This is an optimization exercise on Yosys and OpenROAD, whose aim is small area, a short achievable clock period and few clock cycles, not a production implementation.
Where RTL was checked, it was by simulation tests only, not by an equivalence proof against the original.

==> inputs of 01-07 <==
Design cv_unit, start of the top module:
module cv_unit (
    input  wire        clk,
    input  wire        rst,           
    input  wire        engine_held,   
    input  wire        req_valid,
    output wire        req_ready,
    input  wire        req_write,
    input  wire [11:0] req_addr,      
    input  wire [1:0]  req_size,      
    input  wire [63:0] req_wdata,     
    output reg         rsp_valid,
    output reg  [63:0] rsp_rdata,
    output reg         host_event
);
clock: 10.0 ns
lec_check: 0
cap_margin: 20
core_margin: 2
core_utilization: 40
slew_margin: 20
standard.sh (not shown) runs the stock make flow with config.mk's settings and CLKGATE_MAP_FILE= SYNTH_SCRIPT=/design/flow/synth_recipe.tcl, a recipe that flattens the netlist after the stock synthesis.
==> flow/flow/run.sh <==
#!/bin/bash
set -euo pipefail
bash standard.sh SETUP_SLACK_MARGIN=6 finish > flow_make.log 2>&1
==> 03-02 (differences from 01-07) <==
--- a/flow/design.v
+++ b/flow/design.v
@@ -24,40 +24,46 @@
     reg  [63:0] seed;
     reg  [63:0] state;              
     reg  [63:0] count;
     reg         p_k1, p_k2, p_k4;   
     reg  [31:0] p_data;             
     reg         p_restart;
     wire [8:0] reg_idx = req_addr[11:3];
     wire [2:0] lane    = req_addr[2:0];
-    wire [1:0] size    = req_size;
-    wire low_win = (req_addr[11:6] == 6'd0);
-    wire at_config  = low_win && (req_addr[5:3] == 3'd0);
-    wire at_seed    = low_win && (req_addr[5:3] == 3'd1);
-    wire at_result  = low_win && (req_addr[5:3] == 3'd2);
-    wire at_count   = low_win && (req_addr[5:3] == 3'd3);
-    wire at_status  = low_win && (req_addr[5:3] == 3'd4);
-    wire at_restart = low_win && (req_addr[5:3] == 3'd5);
-    wire at_feed    = (reg_idx == R_FEED) && !lane[2];
-    wire ok48 = size[1] && (lane[1:0] == 2'b00) && !(size[0] && lane[2]);
-    wire ok124 = (size == 2'd0) || (size == 2'd1 && !lane[0]) || (size == 2'd2 && lane[1:0] == 2'b00);
-    wire size_ok = (req_write && at_feed) ? ok124 : ok48;
-    wire wr_feed    = req_write && at_feed && ok124;
-    wire wr_config  = req_write && ok48 && at_config && !lane[2];
-    wire wr_restart = req_write && ok48 && at_restart;
+    reg aligned;
+    always @(*) begin
+        case (req_size)
+            2'd0:    aligned = 1'b1;
+            2'd1:    aligned = (lane[0] == 1'b0);
+            2'd2:    aligned = (lane[1:0] == 2'b00);
+            default: aligned = (lane == 3'b000);
+        endcase
+    end
+    wire is_feed_addr = (reg_idx == R_FEED) && (lane[2] == 1'b0);
+    wire size_ok = aligned && ((req_write && is_feed_addr) ? (req_size != 2'd3) : req_size[1]);
+    reg [7:0] be;
+    always @(*) begin
+        case (req_size)
+            2'd0:    be = 8'b0000_0001 << lane;
+            2'd1:    be = 8'b0000_0011 << lane;
+            2'd2:    be = 8'b0000_1111 << lane;
+            default: be = 8'b1111_1111;
+        endcase
+    end
+    wire wr_feed    = req_write && size_ok && is_feed_addr;
+    wire wr_config  = req_write && size_ok && (reg_idx == R_CONFIG) && (lane == 3'd0);
+    wire wr_seed    = req_write && size_ok && (reg_idx == R_SEED);
+    wire wr_restart = req_write && size_ok && (reg_idx == R_RESTART);
     wire cfg_bad    = req_wdata[2];                    
     wire held_drop  = engine_held && (wr_feed || wr_config || wr_restart);
     wire logs_event = !size_ok || held_drop || (wr_config && cfg_bad);
     assign req_ready = 1'b1;
     wire accept = req_valid && !rst;
     wire rd     = accept && !req_write;
-    wire seed_wr    = accept && req_write && ok48 && at_seed;
-    wire seed_wr_lo = seed_wr && !lane[2];
-    wire seed_wr_hi = seed_wr && (size[0] || lane[2]);
     wire       feed_go = accept && wr_feed && !engine_held;
     reg [31:0] feed_data;
     always @(*) begin
         case (req_size)
             2'd0:    feed_data = {24'h0, req_wdata[8*lane[1:0] +: 8]};
             2'd1:    feed_data = lane[1] ? {16'h0, req_wdata[23:16], req_wdata[31:24]}
                                          : {16'h0, req_wdata[7:0],   req_wdata[15:8]};
             default: feed_data = {req_wdata[7:0], req_wdata[15:8], req_wdata[23:16], req_wdata[31:24]};
@@ -493,25 +499,28 @@
             p_k1       <= feed_go && (req_size == 2'd0);
             p_k2       <= feed_go && (req_size == 2'd1);
             p_k4       <= feed_go && req_size[1];
             p_restart  <= accept && !engine_held && ((wr_config && !cfg_bad) || wr_restart);
             if (accept && wr_config && !engine_held && !cfg_bad) begin
                 poly     <= req_wdata[1:0];
                 use_seed <= req_wdata[8];
             end
-            if (seed_wr_lo) seed[31:0]  <= req_wdata[31:0];
-            if (seed_wr_hi) seed[63:32] <= req_wdata[63:32];
+            if (accept && wr_seed) begin : seed_write
+                integer k;
+                for (k = 0; k < 8; k = k + 1)
+                    if (be[k]) seed[8*k +: 8] <= req_wdata[8*k +: 8];
+            end
         end
     end
-    wire rd_ok = ok48 && !req_write;
-    wire [63:0] result_next = {64{rd_ok && at_result && !poly[1]}} &
+    wire rd_ok = size_ok && !req_write;
+    wire [63:0] result_next = {64{rd_ok && reg_idx == R_RESULT && !poly[1]}} &
                                   {32'h0, ~state_next[39:32], ~state_next[47:40],
                                           ~state_next[55:48], ~state_next[63:56]} |
-                              {64{rd_ok && at_result && poly == 2'd2}} & state_next |
-                              {64{rd_ok && at_result && poly == 2'd3}} & {48'h0, state_next[63:48]};
+                              {64{rd_ok && reg_idx == R_RESULT && poly == 2'd2}} & state_next |
+                              {64{rd_ok && reg_idx == R_RESULT && poly == 2'd3}} & {48'h0, state_next[63:48]};
     always @(posedge clk)
         rsp_rdata <= result_next |
-                     {64{rd_ok && at_count}}  & count_next |
-                     {64{rd_ok && at_seed}}   & seed |
-                     {64{rd_ok && at_config}} & {55'h0, use_seed, 6'h0, poly} |
-                     {64{rd_ok && at_status}} & {62'h0, engine_held, 1'b0};
+                     {64{rd_ok && reg_idx == R_COUNT}}  & count_next |
+                     {64{rd_ok && reg_idx == R_SEED}}   & seed |
+                     {64{rd_ok && reg_idx == R_CONFIG}} & {55'h0, use_seed, 6'h0, poly} |
+                     {64{rd_ok && reg_idx == R_STATUS}} & {62'h0, engine_held, 1'b0};
 endmodule
==> flow/run.sh (new file) <==
#!/bin/bash
# synth_recipe.tcl (not shown) runs the flow's synth.tcl, then flattens the netlist and writes it again
# the make line also repeats each setting of config.mk as NAME=value (left out here)
make -C /OpenROAD-flow-scripts/flow DESIGN_CONFIG=/design/flow/config.mk WORK_HOME=/design/flow/orfs CLKGATE_MAP_FILE= SYNTH_SCRIPT=/design/flow/synth_recipe.tcl finish
==> flow/config.mk (replaced) <==
export PLATFORM = sky130hd
export DESIGN_NAME = cv_unit
export DESIGN_NICKNAME = cv_unit
export VERILOG_FILES = /design/flow/design.v
export SDC_FILE = /design/flow/constraint.sdc
export NUM_CORES = 4
export LEC_CHECK = 0
export ABC_CLOCK_PERIOD_IN_PS = 2000
export CAP_MARGIN = 20
export CORE_MARGIN = 2
export CORE_UTILIZATION = 40
export SETUP_SLACK_MARGIN = 5
export SLEW_MARGIN = 20
removed: flow/flow/run.sh
removed: flow/standard.sh
==> comparison <==
- Clock skew: 01-07 is higher than 03-02 (9.4 ps).
- Against 01-07, the critical path depth of 03-02 is higher by 3.
- Against 03-02, the design area of 01-07 is higher by about 6%.
- Of 01-07 and 03-02, 01-07 has the higher maximum frequency (gap about 30%, measured against 03-02).
- In 03-02 the first-iteration DRC count is larger than in 01-07, by about 28%.
- Against 01-07, the sequential share of layout area of 03-02 is higher by 1.2 points.
- Global-route usage: 01-07 is lower than 03-02 (0.55 points).
- Of 03-02 and 01-07, 01-07 has the higher worst setup slack (gap 1200 ps).
Testbench counts of 03-02, summed over its fixed seeds: cycles 13,195.
Function not checked in 01-07: the RTL went through the layout flow alone.

* * *

==> cedar: inputs <==
cv_unit, a different RTL version from the one above (not shown whole).
Settings: LEC_CHECK=0, CAP_MARGIN=20, CORE_MARGIN=2, CORE_UTILIZATION=40, SLEW_MARGIN=20, SYNTH_HIERARCHICAL=1; clock period 10.0 ns.
==> flow/flow/run.sh <==
#!/bin/bash
set -euo pipefail
bash standard.sh SETUP_SLACK_MARGIN=6.5 finish > flow_make.log 2>&1
==> inputs of violet, as changes to cedar <==
--- a/flow/design.v
+++ b/flow/design.v
@@ -4,116 +4,131 @@
     input  wire        engine_held,   
     input  wire        req_valid,
     output wire        req_ready,
     input  wire        req_write,
     input  wire [11:0] req_addr,      
     input  wire [1:0]  req_size,      
     input  wire [63:0] req_wdata,     
     output reg         rsp_valid,
-    output wire [63:0] rsp_rdata,
+    output reg  [63:0] rsp_rdata,
     output reg         host_event
 );
     reg  [1:0]  poly;
     reg         use_seed;
     reg  [63:0] seed;
     reg  [63:0] state;              
     reg  [63:0] count;
     reg         p_k1, p_k2, p_k4;   
-    reg  [31:0] p_w;                
-    reg  [3:0]  p_b1;               
-    reg  [1:0]  p_b2;               
+    reg  [31:0] p_data;             
     reg         p_restart;
     reg         p_hold;             
+    reg         rd_wait;
     reg  [6:0]  r_sel;
     reg         r_held;
-    assign req_ready = 1'b1;
+    assign req_ready = !rd_wait;
     wire       d_event, d_read, d_restart, d_config, d_seed_lo, d_seed_hi;
-    wire       d_k1, d_k2, d_k4;
-    wire [3:0] d_b1;
-    wire [1:0] d_b2;
+    wire       d_k1, d_k2, d_k4, d_hold;
+    wire [31:0] d_data;
     wire [6:0] d_sel;
-    cv_unit_decode u_decode (
+    cv_unit_dec_event u_dec_event (
         .rst(rst), .engine_held(engine_held), .req_valid(req_valid),
         .req_write(req_write), .req_addr(req_addr), .req_size(req_size),
-        .cfg_bad(req_wdata[2]), .poly(poly),
-        .event_o(d_event), .read_o(d_read), .restart_o(d_restart), .config_o(d_config),
-        .seed_lo_o(d_seed_lo), .seed_hi_o(d_seed_hi),
-        .k1_o(d_k1), .k2_o(d_k2), .k4_o(d_k4), .b1_o(d_b1), .b2_o(d_b2), .sel_o(d_sel)
+        .busy(rd_wait), .cfg_bad(req_wdata[2]), .poly(poly),
+        .event_o(d_event)
+    );
+    cv_unit_dec_config u_dec_config (
+        .rst(rst), .engine_held(engine_held), .req_valid(req_valid),
+        .req_write(req_write), .req_addr(req_addr), .req_size(req_size),
+        .busy(rd_wait), .cfg_bad(req_wdata[2]), .poly(poly),
+        .restart_o(d_restart), .config_o(d_config)
+    );
+    cv_unit_dec_seed u_dec_seed (
+        .rst(rst), .engine_held(engine_held), .req_valid(req_valid),
+        .req_write(req_write), .req_addr(req_addr), .req_size(req_size),
+        .busy(rd_wait), .cfg_bad(req_wdata[2]), .poly(poly),
+        .seed_lo_o(d_seed_lo), .seed_hi_o(d_seed_hi)
+    );
+    cv_unit_dec_feed u_dec_feed (
+        .rst(rst), .engine_held(engine_held), .req_valid(req_valid),
+        .req_write(req_write), .req_addr(req_addr), .req_size(req_size),
+        .busy(rd_wait), .cfg_bad(req_wdata[2]), .poly(poly),
+        .k1_o(d_k1), .k2_o(d_k2), .k4_o(d_k4), .hold_o(d_hold)
+    );
+    cv_unit_dec_read u_dec_read (
+        .rst(rst), .engine_held(engine_held), .req_valid(req_valid),
+        .req_write(req_write), .req_addr(req_addr), .req_size(req_size),
+        .busy(rd_wait), .cfg_bad(req_wdata[2]), .poly(poly),
+        .read_o(d_read), .sel_o(d_sel)
+    );
+    cv_unit_align u_align (
+        .req_addr(req_addr[1:0]), .req_size(req_size), .req_wdata(req_wdata[31:0]), .data_o(d_data)
     );
     wire [63:0] state_next, count_next;
     cv_unit_crc u_crc (
         .state(state), .poly(poly), .use_seed(use_seed), .seed(seed),
-        .k1(p_k1), .k2(p_k2), .k4(p_k4), .b1(p_b1), .b2(p_b2), .w(p_w),
+        .k1(p_k1), .k2(p_k2), .k4(p_k4), .data(p_data),
         .restart(p_restart), .hold(p_hold), .state_next(state_next)
     );
     assign count_next = {64{!p_restart}} & (count + {61'h0, p_k4, p_k2, p_k1});
+    wire [63:0] rdata;
     cv_unit_rdata u_rdata (
-        .sel(r_sel), .state(state), .count(count), .seed(seed),
-        .poly(poly), .use_seed(use_seed), .held(r_held), .rdata(rsp_rdata)
+        .sel(rd_wait ? r_sel : d_sel), .state(state), .count(count), .seed(seed),
+        .poly(poly), .use_seed(use_seed), .held(rd_wait ? r_held : engine_held), .rdata(rdata)
     );
     always @(posedge clk) begin
         state     <= state_next;
         count     <= count_next;
-        p_w       <= req_wdata[31:0];
+        p_data    <= d_data;
         r_sel     <= d_sel;
         r_held    <= engine_held;
+        rsp_rdata <= rdata;
     end
     always @(posedge clk) begin
         if (rst) begin
             poly       <= 2'd1;
             use_seed   <= 1'b0;
             seed       <= 64'h0;
             p_k1       <= 1'b0;
             p_k2       <= 1'b0;
             p_k4       <= 1'b0;
-            p_b1       <= 4'h0;
-            p_b2       <= 2'h0;
             p_restart  <= 1'b1;
             p_hold     <= 1'b0;
             rsp_valid  <= 1'b0;
+            rd_wait    <= 1'b0;
             host_event <= 1'b0;
         end else begin
             host_event <= d_event;
-            rsp_valid  <= d_read;
+            rsp_valid  <= (d_read && p_hold) || rd_wait;
+            rd_wait    <= d_read && !p_hold;
             p_k1       <= d_k1;
             p_k2       <= d_k2;
             p_k4       <= d_k4;
-            p_b1       <= d_b1;
-            p_b2       <= d_b2;
             p_restart  <= d_restart;
-            p_hold     <= !d_restart && !d_k1 && !d_k2 && !d_k4;
+            p_hold     <= d_hold;
             if (d_config) begin
                 poly     <= req_wdata[1:0];
                 use_seed <= req_wdata[8];
             end
             if (d_seed_lo) seed[31:0]  <= req_wdata[31:0];
             if (d_seed_hi) seed[63:32] <= req_wdata[63:32];
         end
     end
 endmodule
-module cv_unit_decode (
+module cv_unit_dec_event (
     input  wire        rst,
     input  wire        engine_held,
     input  wire        req_valid,
+    input  wire        busy,          
     input  wire        req_write,
     input  wire [11:0] req_addr,
     input  wire [1:0]  req_size,
     input  wire        cfg_bad,       
     input  wire [1:0]  poly,
-    output wire        event_o,       
-    output wire        read_o,        
-    output wire        restart_o,     
-    output wire        config_o,      
-    output wire        seed_lo_o,     
-    output wire        seed_hi_o,     
-    output wire        k1_o, k2_o, k4_o,    
-    output wire [3:0]  b1_o,          
-    output wire [1:0]  b2_o,          
-    output wire [6:0]  sel_o          
+    output wire        event_o    
 );
     localparam [8:0] R_FEED = 9'h020;
     wire [2:0] lane = req_addr[2:0];
     wire [1:0] size = req_size;
     wire low_win    = (req_addr[11:6] == 6'd0);
     wire at_config  = low_win && (req_addr[5:3] == 3'd0);
     wire at_seed    = low_win && (req_addr[5:3] == 3'd1);
     wire at_result  = low_win && (req_addr[5:3] == 3'd2);
@@ -123,59 +138,205 @@
     wire at_feed    = (req_addr[11:3] == R_FEED) && !lane[2];
     wire ok48 = size[1] && (lane[1:0] == 2'b00) && !(size[0] && lane[2]);
     wire ok124 = (size == 2'd0) || (size == 2'd1 && !lane[0]) || (size == 2'd2 && lane[1:0] == 2'b00);
     wire size_ok = (req_write && at_feed) ? ok124 : ok48;
     wire wr_feed    = req_write && at_feed && ok124;
     wire wr_config  = req_write && ok48 && at_config && !lane[2];
     wire wr_restart = req_write && ok48 && at_restart;
     wire held_drop  = engine_held && (wr_feed || wr_config || wr_restart);
-    wire accept = req_valid && !rst;
+    wire accept = req_valid && !rst && !busy;
     wire feed   = accept && wr_feed && !engine_held;
     assign event_o   = accept && (!size_ok || held_drop || (wr_config && cfg_bad));
-    assign read_o    = accept && !req_write;
+endmodule
+module cv_unit_dec_config (
+    input  wire        rst,
+    input  wire        engine_held,
+    input  wire        req_valid,
+    input  wire        busy,          
+    input  wire        req_write,
+    input  wire [11:0] req_addr,
+    input  wire [1:0]  req_size,
+    input  wire        cfg_bad,       
+    input  wire [1:0]  poly,
+    output wire        restart_o,     
+    output wire        config_o    
+);
+    localparam [8:0] R_FEED = 9'h020;
+    wire [2:0] lane = req_addr[2:0];
+    wire [1:0] size = req_size;
+    wire low_win    = (req_addr[11:6] == 6'd0);
+    wire at_config  = low_win && (req_addr[5:3] == 3'd0);
+    wire at_seed    = low_win && (req_addr[5:3] == 3'd1);
+    wire at_result  = low_win && (req_addr[5:3] == 3'd2);
+    wire at_count   = low_win && (req_addr[5:3] == 3'd3);
+    wire at_status  = low_win && (req_addr[5:3] == 3'd4);
+    wire at_restart = low_win && (req_addr[5:3] == 3'd5);
+    wire at_feed    = (req_addr[11:3] == R_FEED) && !lane[2];
+    wire ok48 = size[1] && (lane[1:0] == 2'b00) && !(size[0] && lane[2]);
+    wire ok124 = (size == 2'd0) || (size == 2'd1 && !lane[0]) || (size == 2'd2 && lane[1:0] == 2'b00);
+    wire size_ok = (req_write && at_feed) ? ok124 : ok48;
+    wire wr_feed    = req_write && at_feed && ok124;
+    wire wr_config  = req_write && ok48 && at_config && !lane[2];
+    wire wr_restart = req_write && ok48 && at_restart;
+    wire held_drop  = engine_held && (wr_feed || wr_config || wr_restart);
+    wire accept = req_valid && !rst && !busy;
+    wire feed   = accept && wr_feed && !engine_held;
     assign restart_o = accept && !engine_held && ((wr_config && !cfg_bad) || wr_restart);
     assign config_o  = accept && !engine_held && wr_config && !cfg_bad;
+endmodule
+module cv_unit_dec_seed (
+    input  wire        rst,
+    input  wire        engine_held,
+    input  wire        req_valid,
+    input  wire        busy,          
+    input  wire        req_write,
+    input  wire [11:0] req_addr,
+    input  wire [1:0]  req_size,
+    input  wire        cfg_bad,       
+    input  wire [1:0]  poly,
+    output wire        seed_lo_o,     
+    output wire        seed_hi_o    
+);
+    localparam [8:0] R_FEED = 9'h020;
+    wire [2:0] lane = req_addr[2:0];
+    wire [1:0] size = req_size;
+    wire low_win    = (req_addr[11:6] == 6'd0);
+    wire at_config  = low_win && (req_addr[5:3] == 3'd0);
+    wire at_seed    = low_win && (req_addr[5:3] == 3'd1);
+    wire at_result  = low_win && (req_addr[5:3] == 3'd2);
+    wire at_count   = low_win && (req_addr[5:3] == 3'd3);
+    wire at_status  = low_win && (req_addr[5:3] == 3'd4);
+    wire at_restart = low_win && (req_addr[5:3] == 3'd5);
+    wire at_feed    = (req_addr[11:3] == R_FEED) && !lane[2];
+    wire ok48 = size[1] && (lane[1:0] == 2'b00) && !(size[0] && lane[2]);
+    wire ok124 = (size == 2'd0) || (size == 2'd1 && !lane[0]) || (size == 2'd2 && lane[1:0] == 2'b00);
+    wire size_ok = (req_write && at_feed) ? ok124 : ok48;
+    wire wr_feed    = req_write && at_feed && ok124;
+    wire wr_config  = req_write && ok48 && at_config && !lane[2];
+    wire wr_restart = req_write && ok48 && at_restart;
+    wire held_drop  = engine_held && (wr_feed || wr_config || wr_restart);
+    wire accept = req_valid && !rst && !busy;
+    wire feed   = accept && wr_feed && !engine_held;
     assign seed_lo_o = accept && req_write && ok48 && at_seed && !lane[2];
     assign seed_hi_o = accept && req_write && ok48 && at_seed && (size[0] || lane[2]);
+endmodule
+module cv_unit_dec_feed (
+    input  wire        rst,
+    input  wire        engine_held,
+    input  wire        req_valid,
+    input  wire        busy,          
+    input  wire        req_write,
+    input  wire [11:0] req_addr,
+    input  wire [1:0]  req_size,
+    input  wire        cfg_bad,       
+    input  wire [1:0]  poly,
+    output wire        k1_o, k2_o, k4_o,    
+    output wire        hold_o    
+);
+    localparam [8:0] R_FEED = 9'h020;
+    wire [2:0] lane = req_addr[2:0];
+    wire [1:0] size = req_size;
+    wire low_win    = (req_addr[11:6] == 6'd0);
+    wire at_config  = low_win && (req_addr[5:3] == 3'd0);
+    wire at_seed    = low_win && (req_addr[5:3] == 3'd1);
+    wire at_result  = low_win && (req_addr[5:3] == 3'd2);
+    wire at_count   = low_win && (req_addr[5:3] == 3'd3);
+    wire at_status  = low_win && (req_addr[5:3] == 3'd4);
+    wire at_restart = low_win && (req_addr[5:3] == 3'd5);
+    wire at_feed    = (req_addr[11:3] == R_FEED) && !lane[2];
+    wire ok48 = size[1] && (lane[1:0] == 2'b00) && !(size[0] && lane[2]);
+    wire ok124 = (size == 2'd0) || (size == 2'd1 && !lane[0]) || (size == 2'd2 && lane[1:0] == 2'b00);
+    wire size_ok = (req_write && at_feed) ? ok124 : ok48;
+    wire wr_feed    = req_write && at_feed && ok124;
+    wire wr_config  = req_write && ok48 && at_config && !lane[2];
+    wire wr_restart = req_write && ok48 && at_restart;
+    wire held_drop  = engine_held && (wr_feed || wr_config || wr_restart);
+    wire accept = req_valid && !rst && !busy;
+    wire feed   = accept && wr_feed && !engine_held;
     assign k1_o = feed && (size == 2'd0);
     assign k2_o = feed && (size == 2'd1);
     assign k4_o = feed && size[1];
-    assign b1_o = {4{feed && (size == 2'd0)}} & (4'b0001 << lane[1:0]);
-    assign b2_o = {2{feed && (size == 2'd1)}} & {lane[1], !lane[1]};
-    wire rd_ok = ok48;
-    assign sel_o = {rd_ok && at_status,
-                    rd_ok && at_count,
-                    rd_ok && at_result && (poly == 2'd3),
-                    rd_ok && at_result && (poly == 2'd2),
-                    rd_ok && at_result && !poly[1],
-                    rd_ok && at_seed,
-                    rd_ok && at_config};
+    assign hold_o = !feed && !(accept && !engine_held && ((wr_config && !cfg_bad) || wr_restart));
+endmodule
+module cv_unit_dec_read (
+    input  wire        rst,
+    input  wire        engine_held,
+    input  wire        req_valid,
+    input  wire        busy,          
+    input  wire        req_write,
+    input  wire [11:0] req_addr,
+    input  wire [1:0]  req_size,
+    input  wire        cfg_bad,       
+    input  wire [1:0]  poly,
+    output wire        read_o,        
+    output wire [6:0]  sel_o    
+);
+    localparam [8:0] R_FEED = 9'h020;
+    wire [2:0] lane = req_addr[2:0];
+    wire [1:0] size = req_size;
+    wire low_win    = (req_addr[11:6] == 6'd0);
+    wire at_config  = low_win && (req_addr[5:3] == 3'd0);
+    wire at_seed    = low_win && (req_addr[5:3] == 3'd1);
+    wire at_result  = low_win && (req_addr[5:3] == 3'd2);
+    wire at_count   = low_win && (req_addr[5:3] == 3'd3);
+    wire at_status  = low_win && (req_addr[5:3] == 3'd4);
+    wire at_restart = low_win && (req_addr[5:3] == 3'd5);
+    wire at_feed    = (req_addr[11:3] == R_FEED) && !lane[2];
+    wire ok48 = size[1] && (lane[1:0] == 2'b00) && !(size[0] && lane[2]);
+    wire ok124 = (size == 2'd0) || (size == 2'd1 && !lane[0]) || (size == 2'd2 && lane[1:0] == 2'b00);
+    wire size_ok = (req_write && at_feed) ? ok124 : ok48;
+    wire wr_feed    = req_write && at_feed && ok124;
+    wire wr_config  = req_write && ok48 && at_config && !lane[2];
+    wire wr_restart = req_write && ok48 && at_restart;
+    wire held_drop  = engine_held && (wr_feed || wr_config || wr_restart);
+    wire accept = req_valid && !rst && !busy;
+    wire feed   = accept && wr_feed && !engine_held;
+    assign read_o    = accept && !req_write;
+    assign sel_o = {ok48 && at_status,
+                    ok48 && at_count,
+                    ok48 && at_result && (poly == 2'd3),
+                    ok48 && at_result && (poly == 2'd2),
+                    ok48 && at_result && !poly[1],
+                    ok48 && at_seed,
+                    ok48 && at_config};
+endmodule
+module cv_unit_align (
+    input  wire [1:0]  req_addr,
+    input  wire [1:0]  req_size,
+    input  wire [31:0] req_wdata,
+    output reg  [31:0] data_o
+);
+    always @(*) begin
+        case (req_size)
+            2'd0:    data_o = {24'h0, req_wdata[8*req_addr +: 8]};
+            2'd1:    data_o = req_addr[1] ? {16'h0, req_wdata[23:16], req_wdata[31:24]}
+                                          : {16'h0, req_wdata[7:0],   req_wdata[15:8]};
+            default: data_o = {req_wdata[7:0], req_wdata[15:8], req_wdata[23:16], req_wdata[31:24]};
+        endcase
+    end
 endmodule
 module cv_unit_crc (
     input  wire [63:0] state,
     input  wire [1:0]  poly,
     input  wire        use_seed,
     input  wire [63:0] seed,
     input  wire        k1, k2, k4,    
-    input  wire [3:0]  b1,            
-    input  wire [1:0]  b2,
-    input  wire [31:0] w,             
+    input  wire [31:0] data,          
     input  wire        restart,
     input  wire        hold,          
     output wire [63:0] state_next
 );
-    wire [7:0]  w0 = w[7:0], w1 = w[15:8], w2 = w[23:16], w3 = w[31:24];
-    wire [31:0] d = {{16{k4}} & {w0, w1},
-                     {8{k4}} & w2 | {8{b2[0]}} & w0 | {8{b2[1]}} & w2,
-                     {8{k4}} & w3 | {8{b2[0]}} & w1 | {8{b2[1]}} & w3 |
-                     {8{b1[0]}} & w0 | {8{b1[1]}} & w1 | {8{b1[2]}} & w2 | {8{b1[3]}} & w3};
-    wire [31:0] y = ({32{k4}} & state[63:32] |
-                     {32{k2}} & {16'h0, state[63:48]} |
-                     {32{k1}} & {24'h0, state[63:56]}) ^ d;
+    wire [31:0] y;
+    assign y[31:16] = {16{k4}} & (state[63:48] ^ data[31:16]);
+    assign y[15:8]  = {8{k4}} & (state[47:40] ^ data[15:8]) |
+                      {8{k2}} & (state[63:56] ^ data[15:8]);
+    assign y[7:0]   = {8{k4}} & (state[39:32] ^ data[7:0]) |
+                      {8{k2}} & (state[55:48] ^ data[7:0]) |
+                      {8{k1}} & (state[63:56] ^ data[7:0]);
     wire [63:0] shifted = {64{hold}} & state |
                           {64{k4}} & {state[31:0], 32'h0} |
                           {64{k2}} & {state[47:0], 16'h0} |
                           {64{k1}} & {state[55:0], 8'h0};
     wire [63:32] m0;
     wire [63:32] m1;
     wire [63:0]  m2;
     wire [63:48] m3;
==> flow/flow/run.sh (replaced) <==
#!/bin/bash
set -euo pipefail
bash standard.sh SETUP_SLACK_MARGIN=6.5 "BUFFER_PORTS_ARGS=-buffer_cell sky130_fd_sc_hd__buf_4" finish > flow_make.log 2>&1
==> impl_metrics.env <==
export IMPL_crit_chain="buf_4, xor2_2, nand2_2, xor2_1, buf_4, xnor3_2, xor2_2, xnor2_1, a222oi_1, xnor2_1"
export IMPL_die_w_um=241
export IMPL_signal_buffer_area_fraction_pct=15.8
export IMPL_ys_seq_elements=248
export IMPL_hold_start="count[63]$_DFF_P_"
export IMPL_seq_area_um2=5030
export IMPL_dp_slack_ns=4.62
export IMPL_synthMuxAreaShare_pct=3.43
export IMPL_power_mw=2.54
export IMPL_status="complete, no violations"
export IMPL_post_route_cell_area_um2=31200
export IMPL_drt_met1_wl_mm=50.3
# the run above: cedar

==> impl_metrics.env <==
export IMPL_status="complete, no violations"
export IMPL_post_route_cell_area_um2=29200
export IMPL_synthMuxAreaShare_pct=3.71
export IMPL_hold_start="p_hold$_SDFF_PP0_"
export IMPL_signal_buffer_area_fraction_pct=8.41
export IMPL_power_mw=3.05
export IMPL_drt_met1_wl_mm=48.6
export IMPL_ys_seq_elements=307
export IMPL_top_power_group="sequential cells"
export IMPL_yosys_area_share_adder_pct=0.239
export IMPL_seq_area_um2=6210
export IMPL_dp_slack_ns=5.42
export IMPL_die_w_um=249
# the run above: violet

Testbench counts of cedar, summed over its fixed seeds: cycles 13,195.
Testbench counts of violet, summed over its fixed seeds: cycles 13,387.

-- afterwards: timing with drivers on the ports --
Ports are ideal in the flow. The routed layouts listed here were re-timed in OpenROAD.
Step 1 assumes that a clkbuf_16 drives the clock port and a buf_2 every other input.
Step 2 adds t to the input delays and takes it off the output delays; t is the mean of the earliest and latest rising clock arrival at the registers after step 1. Input paths then give back, and output paths get back, about the clock's delay inside the block.
Slacks: ideal ports / drivers / drivers and shift; pairs: ideal ports / drivers.
| run | shift t [ns] | slack for setup (ns) | hold slack, ns | clock arrival spread, ns |
|---|---|---|---|---|
| 01-07 | 0.625 | 5.987 / 5.987 / 5.459 | 0.476 / 0.476 / 0.476 | 0.033 / 0.032 |
| 03-02 | 0.629 | 4.810 / 4.810 / 4.498 | 0.527 / 0.527 / 0.527 | 0.022 / 0.023 |
| cedar | 0.644 | 5.951 / 5.951 / 5.951 | 0.491 / 0.491 / 0.491 | 0.024 / 0.024 |
| violet | 0.604 | 6.428 / 6.428 / 5.981 | 0.463 / 0.463 / 0.463 | 0.050 / 0.050 |
After both steps setup and hold are still met in every run listed. The setup slack of 01-07, which loses most, moves by 0.000 ns with the drivers and by -0.528 ns with both steps.
